Source: an optimization exercise on an open RTL-to-GDS flow (aim: small area, a short achievable clock period and few clock cycles per item). Production flows keep margins and buffers that such runs may drop. At most, simulation tests tie the RTL to the original design; equivalence was not proved.

## kg9_decunit
module kg9_decunit (
    input  wire         clk,
    input  wire         rst,
    input  wire         start,
    input  wire [2:0]   op,
    input  wire [127:0] a,
    input  wire [127:0] b,
    input  wire [13:0]  imm,
    output wire         ready,
    output reg          done,
    output wire [127:0] res,
    output wire [127:0] rem,
    output reg          z,
    output reg          n,
    output reg          dv,
    output reg          exc_data,
    output reg          exc_div
);
Size in the first run: roughly 450 flip-flops, about 540 I/O pins, ~73000 sq um of cells after synthesis.
Settings: LEC_CHECK=0, ABC_AREA=1, CAP_MARGIN=40, CORE_MARGIN=2, CORE_UTILIZATION=30, SLEW_MARGIN=40; clock period 50.0 ns.
run.sh (not shown) runs the stock make flow with config.mk's settings and CLKGATE_MAP_FILE= SYNTH_SCRIPT=/design/flow/synth_recipe.tcl, a recipe that flattens the netlist after the stock synthesis.
The baseline completed with no timing, DRC or antenna violations.
Rerun with:
ABC_AREA = default   (was 1)
What happened: Routed wire length grows by a few percent. Die area grows by a few percent. Critical path depth shrinks by 30. Via count is about the same. Area after synthesis grows by a few percent. Worst setup slack got worse by 1100 ps. Sequential share of layout area shrinks by 0.55 points. Design area grows by a few percent. Maximum frequency shrinks by a few percent.
No functional check of the RTL was part of any run of this note.

* * *

== v6 ==
kg9_decunit, a different RTL version from the one above (not shown whole).
Size in the first run: about 8800 cells after synthesis, about 560 flip-flops, roughly 540 I/O pins.
Settings: LEC_CHECK=0, ABC_AREA=0, CAP_MARGIN=40, CORE_MARGIN=2, CORE_UTILIZATION=36, SLEW_MARGIN=40; clock period 50.0 ns.
Inputs modified between v6 and v7:
-- flow/config.mk --
<<< v6, line 10
export CORE_MARGIN = 2
export CORE_UTILIZATION = 36
export SLEW_MARGIN = 40
>>> v7, line 10
export CORE_MARGIN = 2
export CORE_UTILIZATION = 30
export SLEW_MARGIN = 40
--- outcome ---
Compared with v6, v7 shows a lower final worst-path cycle share.
v7 vs. v6: largest net degree at the start of global routing now sits lower, number of diodes added for antenna fixing decreased by 6 relative to the old numbers, worst clock skew climbed 10 ps.
Sum of routed wire length over all layers ends up lower on v6.
Compared with v6, v7 shows a non-clock buffer count that is 24 lower.
Any difference in required time reported for the critical path endpoint between v6 and v7 is small enough to ignore.
No functional check of the RTL was part of any run of this note.

* * *

== the previous run ==
Another version of the RTL of kg9_decunit (not shown whole).
For scale: ~10000 cells after synthesis.
Settings: LEC_CHECK=0, ABC_AREA=1, CAP_MARGIN=75, CORE_MARGIN=2, CORE_UTILIZATION=30, SLEW_MARGIN=75; clock period 50.0 ns.
Testbench counts of the previous run, summed over its fixed seeds: cycles 15,239, ops 2,400.
Inputs modified between the previous run and the current run:
-- flow/config.mk --
<<< the previous run, line 8
export ABC_AREA = 1
export CAP_MARGIN = 75
export CORE_MARGIN = 2
export CORE_UTILIZATION = 30
export SLEW_MARGIN = 75
>>> the current run, line 8
export ABC_AREA = 1
export CAP_MARGIN = 40
export CORE_MARGIN = 2
export CORE_UTILIZATION = 30
export SLEW_MARGIN = 40
Results
Lower top fanout value on the critical path among the current run and the previous run: the previous run
The previous run leaves more setup margin than the current run.
The current run — post-route non-filler standard cell count 351 lower, the previous run as reference
The current run ended up with a lower vias after detailed routing than the previous run did.
Clock slew seen by the registers of the worst setup and hold paths delta (the previous run -> the current run): insignificant
The previous run reports its slowest stage cell on the critical path as sky130_fd_sc_hd__edfxtp_1 while the current run reports sky130_fd_sc_hd__nor4_1.
Of the current run and the previous run, the run reporting the higher total wire length after detailed routing was the previous run.
Initial DRC count: the current run better than the previous run
Met1 wire length (the current run vs. the previous run) decreases slightly
The current run against the previous run: sequential cell area fraction in the yosys report essentially unchanged; final design instance area without fill decreased 7.5%.

* * *

Another version of the RTL of kg9_decunit (not shown whole).
For scale: about 8600 cells after synthesis, ~540 flip-flops, about 540 I/O pins, ~64000 um2 of cells after synthesis.
export LEC_CHECK = 0
export ABC_AREA = 0
export CAP_MARGIN = 40
export CORE_MARGIN = 2
export CORE_UTILIZATION = 36
export SLEW_MARGIN = 40
create_clock -name core_clock -period 50.0 [get_ports {clk}]
standard.sh (not shown) runs the stock make flow with config.mk's settings and CLKGATE_MAP_FILE= SYNTH_SCRIPT=/design/flow/synth_recipe.tcl, a recipe that flattens the netlist after the stock synthesis.
==> flow/flow/run.sh <==
#!/bin/bash
# Layout: the standard flow (standard.sh) unchanged, except that the
# buffers ORFS puts on the input and output ports are buf_1 cells.
set -e
export BUFFER_PORTS_ARGS="-buffer_cell sky130_fd_sc_hd__buf_1"
bash standard.sh > standard.log 2>&1
Next try:
==> flow/run.sh (new file) <==
#!/bin/bash
# synth_recipe.tcl (not shown) runs the flow's synth.tcl, then flattens the netlist and writes it again
# the make line also repeats each setting of config.mk as NAME=value (left out here)
make -C /OpenROAD-flow-scripts/flow DESIGN_CONFIG=/design/flow/config.mk WORK_HOME=/design/flow/orfs CLKGATE_MAP_FILE= SYNTH_SCRIPT=/design/flow/synth_recipe.tcl finish
removed: flow/flow/run.sh
removed: flow/standard.sh
The new run finished clean.
Clock skew drops by 17 ps.
Via count barely changes.
Worst hold slack gets better by 8.8 ps.
Next try:
CORE_UTILIZATION = 30   (was 36)
The changed run ran to the end with no violations. Area after synthesis does not change. Count of clock-buffer cells in the layout went down by 7. Cell area went up by 0.58%. Maximum frequency went up by about 3%. Worst hold slack degrades by 7.1 ps. Non-clock buffer count went down by 3. Wire length went up by 1.5%. Worst setup slack improves by 380 ps.
No run of this note included a check of the RTL's function; only the layout flow was run.

* * *

Another version of the RTL of kg9_decunit (not shown whole).
For scale: ~8800 cells after synthesis, roughly 0.064 mm2 of cells after synthesis.
clock: 50.0 ns
lec_check: 0
abc_area: 0
cap_margin: 40
core_margin: 2
core_utilization: 36
cts_buf_list: sky130_fd_sc_hd__clkbuf_4 sky130_fd_sc_hd__clkbuf_8
slew_margin: 40
==> flow/flow/run.sh <==
#!/bin/bash
# Layout: the standard flow (standard.sh) unchanged, except that the
# buffers ORFS puts on the input and output ports are buf_1 cells.
set -e
export BUFFER_PORTS_ARGS="-buffer_cell sky130_fd_sc_hd__buf_1"
bash standard.sh > standard.log 2>&1
Testbench counts at the start, summed over its fixed seeds: cycles 12,996, ops 2,400.
Next try:
==> flow/run.sh (new file) <==
#!/bin/bash
# synth_recipe.tcl (not shown) runs the flow's synth.tcl, then flattens the netlist and writes it again
# the make line also repeats each setting of config.mk as NAME=value (left out here)
make -C /OpenROAD-flow-scripts/flow DESIGN_CONFIG=/design/flow/config.mk WORK_HOME=/design/flow/orfs CLKGATE_MAP_FILE= SYNTH_SCRIPT=/design/flow/synth_recipe.tcl finish
--- a/flow/config.mk
+++ b/flow/config.mk
@@ -10,4 +10,3 @@
 export CORE_MARGIN = 2
 export CORE_UTILIZATION = 36
-export CTS_BUF_LIST = sky130_fd_sc_hd__clkbuf_4 sky130_fd_sc_hd__clkbuf_8
 export SLEW_MARGIN = 40
removed: flow/flow/run.sh
removed: flow/standard.sh
Outcome:
- The new run went through all stages and came out clean
- non-clock buffer count goes down by 35
- die area does not change
- cell count went down slightly
- final area climbs by a few percent
- count of clock-buffer cells in the layout fell by 51
- wire length is higher slightly
Next try:
==> flow/flow/run.sh (new file) <==
#!/bin/bash
# Layout: the standard flow (standard.sh) unchanged, except that the
# buffers ORFS puts on the input and output ports are buf_1 cells.
set -e
export BUFFER_PORTS_ARGS="-buffer_cell sky130_fd_sc_hd__buf_1"
bash standard.sh > standard.log 2>&1
==> flow/standard.sh (new file) <==
#!/bin/bash
# synth_recipe.tcl (not shown) runs the flow's synth.tcl, then flattens the netlist and writes it again
# the make line also repeats each setting of config.mk as NAME=value (left out here)
make -C /OpenROAD-flow-scripts/flow DESIGN_CONFIG=/design/flow/config.mk WORK_HOME=/design/flow/orfs CLKGATE_MAP_FILE= SYNTH_SCRIPT=/design/flow/synth_recipe.tcl "${@:-finish}"
--- a/flow/config.mk
+++ b/flow/config.mk
@@ -10,3 +10,4 @@
 export CORE_MARGIN = 2
 export CORE_UTILIZATION = 36
+export CTS_BUF_LIST = sky130_fd_sc_hd__clkbuf_8
 export SLEW_MARGIN = 40
removed: flow/run.sh
Via count went up by 0.80%.
Maximum frequency went down by 2.6%.
Design area went down by 4.4%.
Sequential share of layout area went up by 0.71 points.
Area after synthesis does not change.
Next try:
--- a/flow/config.mk
+++ b/flow/config.mk
@@ -10,4 +10,3 @@
 export CORE_MARGIN = 2
 export CORE_UTILIZATION = 36
-export CTS_BUF_LIST = sky130_fd_sc_hd__clkbuf_8
 export SLEW_MARGIN = 40
Effect:
- die area is unchanged
- design area barely changes
Next try:
==> flow/run.sh (new file) <==
#!/bin/bash
# synth_recipe.tcl (not shown) runs the flow's synth.tcl, then flattens the netlist and writes it again
# the make line also repeats each setting of config.mk as NAME=value (left out here)
make -C /OpenROAD-flow-scripts/flow DESIGN_CONFIG=/design/flow/config.mk WORK_HOME=/design/flow/orfs CLKGATE_MAP_FILE= SYNTH_SCRIPT=/design/flow/synth_recipe.tcl finish
--- a/flow/config.mk
+++ b/flow/config.mk
@@ -9,4 +9,4 @@
 export CAP_MARGIN = 40
 export CORE_MARGIN = 2
-export CORE_UTILIZATION = 36
+export CORE_UTILIZATION = 30
 export SLEW_MARGIN = 40
removed: flow/flow/run.sh
removed: flow/standard.sh
=> Worst hold slack is better by 0.0043 ns. Area after synthesis does not change. Cell count rose by 4.2%. Global-route usage fell by 6.4 points.

* * *

Another version of the RTL of kg9_decunit (not shown whole).
Size in the first run: ~540 flip-flops, about 540 I/O pins, ~66000 µm² of cells after synthesis.
==> flow/design.v (excerpt) <==
module kg9_decunit (
    input  wire         clk,
    input  wire         rst,
    input  wire         start,
    input  wire [2:0]   op,
    input  wire [127:0] a,
    input  wire [127:0] b,
    input  wire [13:0]  imm,
    output wire         ready,
    output reg          done,
    output wire [127:0] res,
    output wire [127:0] rem,
    output wire         z,
    output wire         n,
    output reg          dv,
    output reg          exc_data,
    output reg          exc_div
);
clock: 50.0 ns
lec_check: 0
abc_area: 0
cap_margin: 40
core_margin: 2
core_utilization: 36
slew_margin: 40
==> flow/flow/run.sh <==
#!/bin/bash
# Layout: the standard flow (standard.sh) unchanged, except that the
# buffers ORFS puts on the input and output ports are buf_1 cells.
set -e
export BUFFER_PORTS_ARGS="-buffer_cell sky130_fd_sc_hd__buf_1"
bash standard.sh > standard.log 2>&1
Testbench counts at the start, summed over its fixed seeds: cycles 12,996, ops 2,400.
Then changed:
==> flow/run.sh (new file) <==
#!/bin/bash
# synth_recipe.tcl (not shown) runs the flow's synth.tcl, then flattens the netlist and writes it again
# the make line also repeats each setting of config.mk as NAME=value (left out here)
make -C /OpenROAD-flow-scripts/flow DESIGN_CONFIG=/design/flow/config.mk WORK_HOME=/design/flow/orfs CLKGATE_MAP_FILE= SYNTH_SCRIPT=/design/flow/synth_recipe.tcl finish
--- a/flow/config.mk
+++ b/flow/config.mk
@@ -10,3 +10,3 @@
 export CORE_MARGIN = 2
-export CORE_UTILIZATION = 36
+export CORE_UTILIZATION = 30
 export SLEW_MARGIN = 40
removed: flow/flow/run.sh
removed: flow/standard.sh
After rerunning: Die area rises by 20%; cell area rises by 5.1%; global-route usage shrinks by 7.0 points; worst setup slack degrades by 0.10 ns.

* * *

kg9_decunit, a different RTL version from the one above (not shown whole).
For scale: about 10000 cells after synthesis, roughly 450 flip-flops, ~540 I/O pins, roughly 66000 µm² of cells after synthesis.
==> flow/config.mk <==
export PLATFORM = sky130hd
export DESIGN_NAME = kg9_decunit
export DESIGN_NICKNAME = kg9_decunit
export VERILOG_FILES = /design/flow/design.v
export SDC_FILE = /design/flow/constraint.sdc
export NUM_CORES = 8
export LEC_CHECK = 0
export ABC_AREA = 1
export CAP_MARGIN = 40
export CORE_MARGIN = 2
export CORE_UTILIZATION = 30
export SLEW_MARGIN = 40
==> flow/constraint.sdc <==
create_clock -name core_clock -period 50.0 [get_ports {clk}]
set_input_delay 10.0000 -clock core_clock [delete_from_list [all_inputs] [get_ports {clk}]]
set_output_delay 10.0000 -clock core_clock [all_outputs]
set_load 0.01 [all_outputs]
run.sh (not shown) runs the stock make flow with config.mk's settings and CLKGATE_MAP_FILE= SYNTH_SCRIPT=/design/flow/synth_recipe.tcl, a recipe that flattens the netlist after the stock synthesis.
Stock flow here: none of the scripts above is used.
==> next run, changes <==
CORE_UTILIZATION = 45   (was 30)
Result: Sequential share of layout area grows by 0.19 points. Die area drops by 33%. Worst setup slack degrades by 1300 ps. Routed wire length increases by 1.5%. Non-clock buffer count decreases by 8. Synthesized cell count is unchanged.
No run of this note included a check of the RTL's function; only the layout flow was run.

* * *

kg9_decunit, a different RTL version from the one above (not shown whole).
For scale: roughly 8600 cells after synthesis, roughly 550 flip-flops, roughly 540 I/O pins, ~0.064 mm² of cells after synthesis.
clock: 50.0 ns
lec_check: 0
abc_area: 0
cap_margin: 40
core_margin: 2
core_utilization: 30
slew_margin: 40
Next try:
--- a/flow/config.mk
+++ b/flow/config.mk
@@ -11 +11 @@
-export CORE_UTILIZATION = 30
+export CORE_UTILIZATION = 36
Outcome: Via count went up by a few percent; clock skew went up by 7.8 ps; non-clock buffer count decreases by 7; final area shrinks slightly; maximum frequency is higher slightly; utilization rises by 6.7 points.
Function was not checked in any run of this note: the RTL went through the layout flow alone.

* * *

Another version of the RTL of kg9_decunit (not shown whole).
Size in the first run: roughly 540 I/O pins, ~66,000 um2 of cells after synthesis.
clock: 50.0 ns
lec_check: 0
abc_area: 0
cap_margin: 20
core_margin: 2
core_utilization: 30
slew_margin: 20
The starting point passed the timing, DRC and antenna checks.
Testbench counts at the start, summed over its fixed seeds: cycles 13,472, ops 2,400.
==> next run, changes <==
- ABC_AREA: 0 -> 1
- CAP_MARGIN: 20 -> 40
- SLEW_MARGIN: 20 -> 40
Result: Global-route usage goes down by 0.75 points. Routed wire length goes down by 5.9%. Area after synthesis goes down by 3.2%.
==> next run, changes <==
- ABC_AREA: 1 -> 0
- final area increases by about 4%
- count of clock-buffer cells in the layout increases by 1
- wire length went up by about 6%

* * *

## JK
kg9_decunit, a different RTL version from the one above (not shown whole).
Size in the first run: roughly 10000 cells after synthesis, roughly 0.064 mm^2 of cells after synthesis.
export LEC_CHECK = 0
export ABC_AREA = 1
export CAP_MARGIN = 40
export CORE_MARGIN = 2
export CORE_UTILIZATION = 30
export SLEW_MARGIN = 40
create_clock -name core_clock -period 50.0 [get_ports {clk}]
JK finished end to end and its layout was clean on timing, DRC and antenna.
Testbench counts of JK, summed over its fixed seeds: cycles 13,959, ops 2,400.
Here is what was changed in the inputs of MS compared with JK.
-- flow/config.mk --
<<< JK, line 10
export CORE_MARGIN = 2
export CORE_UTILIZATION = 30
export SLEW_MARGIN = 40
>>> MS, line 10
export CORE_MARGIN = 2
export CORE_UTILIZATION = 30
export PLACE_DENSITY = 0.8
export SLEW_MARGIN = 40
[summary]
MS finished every step from synthesis to the final layout, and the layout passed the timing, DRC and antenna checks. Cmp JK and MS / net count reported at finish / higher: JK. Looking at JK and MS, the number of maximum-capacitance violations is a wash. Comparing JK and MS, total detailed-routing wirelength is higher on JK. Number of cells on the worst reg-to-reg path (MS over JK): increase, about 6%. Comparing JK and MS, the lower met1 usage in global routing was measured on MS. Count of plain and timing-repair buffers: lower on MS. MS vs JK — proportion of final cell area spent on non-clock buffers dropped 0.34 points.

## static timing again, ports no longer ideal
Ports are ideal in the flow. The routed layouts listed here were re-timed in OpenROAD.
Step 1 (the two cells are an assumption about what drives the block):
set clk [get_ports {clk}]
set_driving_cell -lib_cell sky130_fd_sc_hd__clkbuf_16 $clk
set_driving_cell -lib_cell sky130_fd_sc_hd__buf_2 [delete_from_list [all_inputs] $clk]
Step 2 moves the port delays by t, midway between the first and last clock arrival at a register: inputs arrive t later, outputs are due t later. That takes back most of the time a late clock gives input paths.
Slacks: no drivers / after step 1 / after step 2; pairs: no drivers / after step 1.
| run | shift t [ns] | slack for setup (ns) | worst setup path at the end |
|---|---|---|---|
| the first run of note 1 | 0.812 | 32.615 / 32.615 / 32.615 | register to register |
| the second run of note 1 | 0.855 | 31.474 / 31.474 / 31.474 | register to register |
| v6 | 0.841 | 36.242 / 36.242 / 36.242 | register to register |
| v7 | 0.825 | 36.543 / 36.543 / 36.543 | register to register |
| the previous run | 0.793 | 35.427 / 35.339 / 36.133 | register to output |
| the current run | 0.817 | 34.951 / 34.860 / 35.491 | register to register |
| the first run of note 4 | 0.845 | 36.442 / 36.442 / 36.442 | register to register |
| the second run of note 4 | 0.829 | 36.632 / 36.632 / 36.632 | register to register |
| the third run of note 4 | 0.837 | 37.009 / 36.907 / 37.109 | register to register |
| the first run of note 5 | 1.023 | 37.110 / 37.110 / 37.110 | register to register |
| the second run of note 5 | 0.816 | 37.427 / 37.329 / 37.612 | register to register |
| the third run of note 5 | 1.022 | 37.094 / 37.094 / 37.094 | register to register |
| the fourth run of note 5 | 0.831 | 37.198 / 37.198 / 37.198 | register to register |
| the fifth run of note 5 | 0.844 | 37.212 / 37.116 / 37.427 | register to register |
| the first run of note 6 | 0.835 | 37.411 / 37.321 / 37.876 | register to register |
| the second run of note 6 | 0.838 | 37.307 / 37.214 / 37.490 | register to register |
| the first run of note 7 | 0.809 | 35.692 / 35.692 / 35.692 | register to register |
| the second run of note 7 | 0.780 | 34.353 / 34.353 / 34.353 | register to register |
| the first run of note 8 | 0.866 | 36.249 / 36.249 / 36.249 | register to register |
| the second run of note 8 | 0.827 | 36.494 / 36.494 / 36.494 | register to register |
| the first run of note 9 | 0.853 | 36.274 / 36.274 / 36.274 | register to register |
| the second run of note 9 | 0.845 | 34.977 / 34.977 / 34.977 | register to register |
| the third run of note 9 | 0.863 | 36.494 / 36.494 / 36.494 | register to register |
| JK | 0.786 | 36.056 / 36.056 / 36.056 | register to register |
| MS | 0.783 | 36.029 / 36.029 / 36.029 | register to register |
After both steps setup and hold are still met in every run listed.
